This is an optimization exercise on Yosys and OpenROAD, whose aim is small area and a short achievable clock period, not a production implementation.
The RTL was checked by simulation tests, not by an equivalence proof against the original design.

## ecc80_codec
module ecc80_codec (
    input  wire        clk,
    input  wire        rst,
    input  wire        enc_valid_i,
    input  wire [63:0] enc_data_i,
    output reg         enc_valid_o,
    output reg  [15:0] enc_check_o,
    input  wire        dec_valid_i,
    input  wire [79:0] dec_cw_i,
    output reg         dec_valid_o,
    output reg  [63:0] dec_data_o,
    output reg  [15:0] dec_check_o,
    output reg  [1:0]  dec_err_o
);
Settings: LEC_CHECK=0, CAP_MARGIN=20, CORE_MARGIN=2, CORE_UTILIZATION=55, PLACE_DENSITY=0.7, SLEW_MARGIN=70; clock period 22.0 ns.
standard.sh (not shown) runs the stock make flow with config.mk's settings and CLKGATE_MAP_FILE= SYNTH_SCRIPT=/design/flow/synth_recipe.tcl, a recipe that flattens the netlist after the stock synthesis.
==> flow/flow/run.sh <==
#!/bin/bash
# The standard layout (the standard.sh), with three changes:
#  - synthesis maps the logic with flow/abc_map.script (an area-oriented ABC
#    mapping: dch, map -a, then ABC's own buffering and sizing) in place of
#    ORFS's abc_speed.script. It runs on a copy of ORFS's scripts folder in
#    which only abc_speed.script is replaced; flip-flops are mapped before ABC
#    runs, so the registers are exactly those of the standard synthesis;
#  - synthesis runs without Yosys's extract_fa (ADDER_MAP_FILE empty), so the
#    parity and GF(2^7) logic is not cut into half-adder cells before ABC;
#  - the buffers that buffer_ports puts on every input and output port are
#    sky130_fd_sc_hd__buf_1 instead of the cell OpenROAD picks by default.
# Each make call's whole output goes to its own log in the work folder
# (synth.log, standard.log); ORFS also keeps each step's log under orfs/logs/.
set -euo pipefail
cd "$(dirname "$0")/.."
rm -rf synth_scripts
cp -r "$FLOW_HOME/scripts" synth_scripts
cp flow/abc_map.script synth_scripts/abc_speed.script
bash standard.sh "ADDER_MAP_FILE=" "SCRIPTS_DIR=$PWD/synth_scripts" synth > synth.log 2>&1
bash standard.sh "ADDER_MAP_FILE=" "BUFFER_PORTS_ARGS=-buffer_cell sky130_fd_sc_hd__buf_1" finish > standard.log 2>&1
==> flow/flow/abc_map.script <==
strash
dch
map -a
topo
stime -c
buffer -c
upsize -c
dnsize -c
The starting point produced a clean layout.
Rerun with:
--- a/flow/flow/run.sh
+++ b/flow/flow/run.sh
@@ -1,3 +1,3 @@
 #!/bin/bash
-# The standard layout (the standard.sh), with three changes:
+# The standard layout (the standard.sh), with four changes:
 #  - synthesis maps the logic with flow/abc_map.script (an area-oriented ABC
@@ -9,2 +9,3 @@
 #    parity and GF(2^7) logic is not cut into half-adder cells before ABC;
+#  - clock tree synthesis runs without dummy loads (-dont_use_dummy_load);
 #  - the buffers that buffer_ports puts on every input and output port are
@@ -19,2 +20,3 @@
 bash standard.sh "ADDER_MAP_FILE=" "SCRIPTS_DIR=$PWD/synth_scripts" synth > synth.log 2>&1
-bash standard.sh "ADDER_MAP_FILE=" "BUFFER_PORTS_ARGS=-buffer_cell sky130_fd_sc_hd__buf_1" finish > standard.log 2>&1
+bash standard.sh "ADDER_MAP_FILE=" "BUFFER_PORTS_ARGS=-buffer_cell sky130_fd_sc_hd__buf_1" \
+    "CTS_ARGS=-sink_clustering_enable -repair_clock_nets -dont_use_dummy_load" finish > standard.log 2>&1
Sequential share of layout area came out higher by 0.58 points.
Routed wire length came out lower by 0.53%.
Setup slack gets worse by 0.040 ns.
Register-to-register slack gets worse by 0.03 ns.
Via count came out lower by 0.52%.
Synthesized cell count stays the same.

Another version of the RTL of ecc80_codec (not shown whole).
Size: about 380 flip-flops, roughly 250 I/O pins, roughly 17000 µm² of cells after synthesis.
==> flow/config.mk <==
export PLATFORM = sky130hd
export DESIGN_NAME = ecc80_codec
export DESIGN_NICKNAME = ecc80_codec
export VERILOG_FILES = /design/flow/design.v
export SDC_FILE = /design/flow/constraint.sdc
export NUM_CORES = 4
export LEC_CHECK = 0
export CAP_MARGIN = 20
export CORE_MARGIN = 2
export CORE_UTILIZATION = 55
export PLACE_DENSITY = 0.7
export SLEW_MARGIN = 70
==> flow/constraint.sdc <==
create_clock -name core_clock -period 22.0 [get_ports {clk}]
set_input_delay 4.4000 -clock core_clock [delete_from_list [all_inputs] [get_ports {clk}]]
set_output_delay 4.4000 -clock core_clock [all_outputs]
set_load 0.01 [all_outputs]
==> flow/flow/run.sh <==
#!/bin/bash
# The standard layout (the standard.sh), with four changes:
#  - synthesis maps the logic with flow/abc_map.script (an area-oriented ABC
#    mapping: dch, map -a, then ABC's own buffering and sizing) in place of
#    ORFS's abc_speed.script. It runs on a copy of ORFS's scripts folder in
#    which only abc_speed.script is replaced; flip-flops are mapped before ABC
#    runs, so the registers are exactly those of the standard synthesis;
#  - synthesis runs without Yosys's extract_fa (ADDER_MAP_FILE empty), so the
#    parity and GF(2^7) logic is not cut into half-adder cells before ABC;
#  - clock tree synthesis runs without dummy loads (-dont_use_dummy_load),
#    with sink clusters of at most 25 sinks and 70 um;
#  - the buffers that buffer_ports puts on every input and output port are
#    sky130_fd_sc_hd__buf_1 instead of the cell OpenROAD picks by default.
# Each make call's whole output goes to its own log in the work folder
# (synth.log, standard.log); ORFS also keeps each step's log under orfs/logs/.
set -euo pipefail
cd "$(dirname "$0")/.."
rm -rf synth_scripts
cp -r "$FLOW_HOME/scripts" synth_scripts
cp flow/abc_map.script synth_scripts/abc_speed.script
bash standard.sh "ADDER_MAP_FILE=" "SCRIPTS_DIR=$PWD/synth_scripts" synth > synth.log 2>&1
bash standard.sh "ADDER_MAP_FILE=" "BUFFER_PORTS_ARGS=-buffer_cell sky130_fd_sc_hd__buf_1" \
    "CTS_ARGS=-sink_clustering_enable -repair_clock_nets -dont_use_dummy_load -sink_clustering_size 25 -sink_clustering_max_diameter 70" finish > standard.log 2>&1
Scripts as last shown in full above: flow/flow/abc_map.script
Next try:
- CORE_UTILIZATION: 55 -> 50
- PLACE_DENSITY: 0.7 -> 0.65
Final cell count is higher by 2.4%.
Flip-flop and latch count stays the same.
Cell area climbs by 0.76%.
Via count decreases by 0.71%.
Area after synthesis does not change.
Register-to-register slack is worse by 0.05 ns.
Synthesized cell count is unchanged.
Die area came out higher by 9.8%.
Worst setup slack got worse by 0.046 ns.

[port drivers added, routing unchanged]
How much do the figures lean on ideal ports? The routed layouts below were timed once more, with nothing changed but the port constraints. Step 1 (the two cells are an assumption about what drives the block):
set clk [get_ports {clk}]
set_driving_cell -lib_cell sky130_fd_sc_hd__clkbuf_16 $clk
set_driving_cell -lib_cell sky130_fd_sc_hd__buf_2 [delete_from_list [all_inputs] $clk]
Step 2 moves the port delays by t, midway between the first and last clock arrival at a register: inputs arrive t later, outputs are due t later. That takes back most of the time a late clock gives input paths. Slacks: ideal / step 1 / step 2; pairs: ideal / step 1.
run | t, ns | setup slack, ns | pins driven straight from the clock port
the first run of note 1 | 0.558 | 16.306 / 16.323 / 15.764 | 1
the second run of note 1 | 0.525 | 16.266 / 16.285 / 15.760 | 1
the first run of note 2 | 0.556 | 16.474 / 16.421 / 16.074 | 1
the second run of note 2 | 0.589 | 16.427 / 16.373 / 16.054 | 1
After both steps every run listed still meets setup and hold. The setup slack of the first run of note 1, which loses most, moves by +0.017 ns with the drivers and by -0.542 ns with both steps.
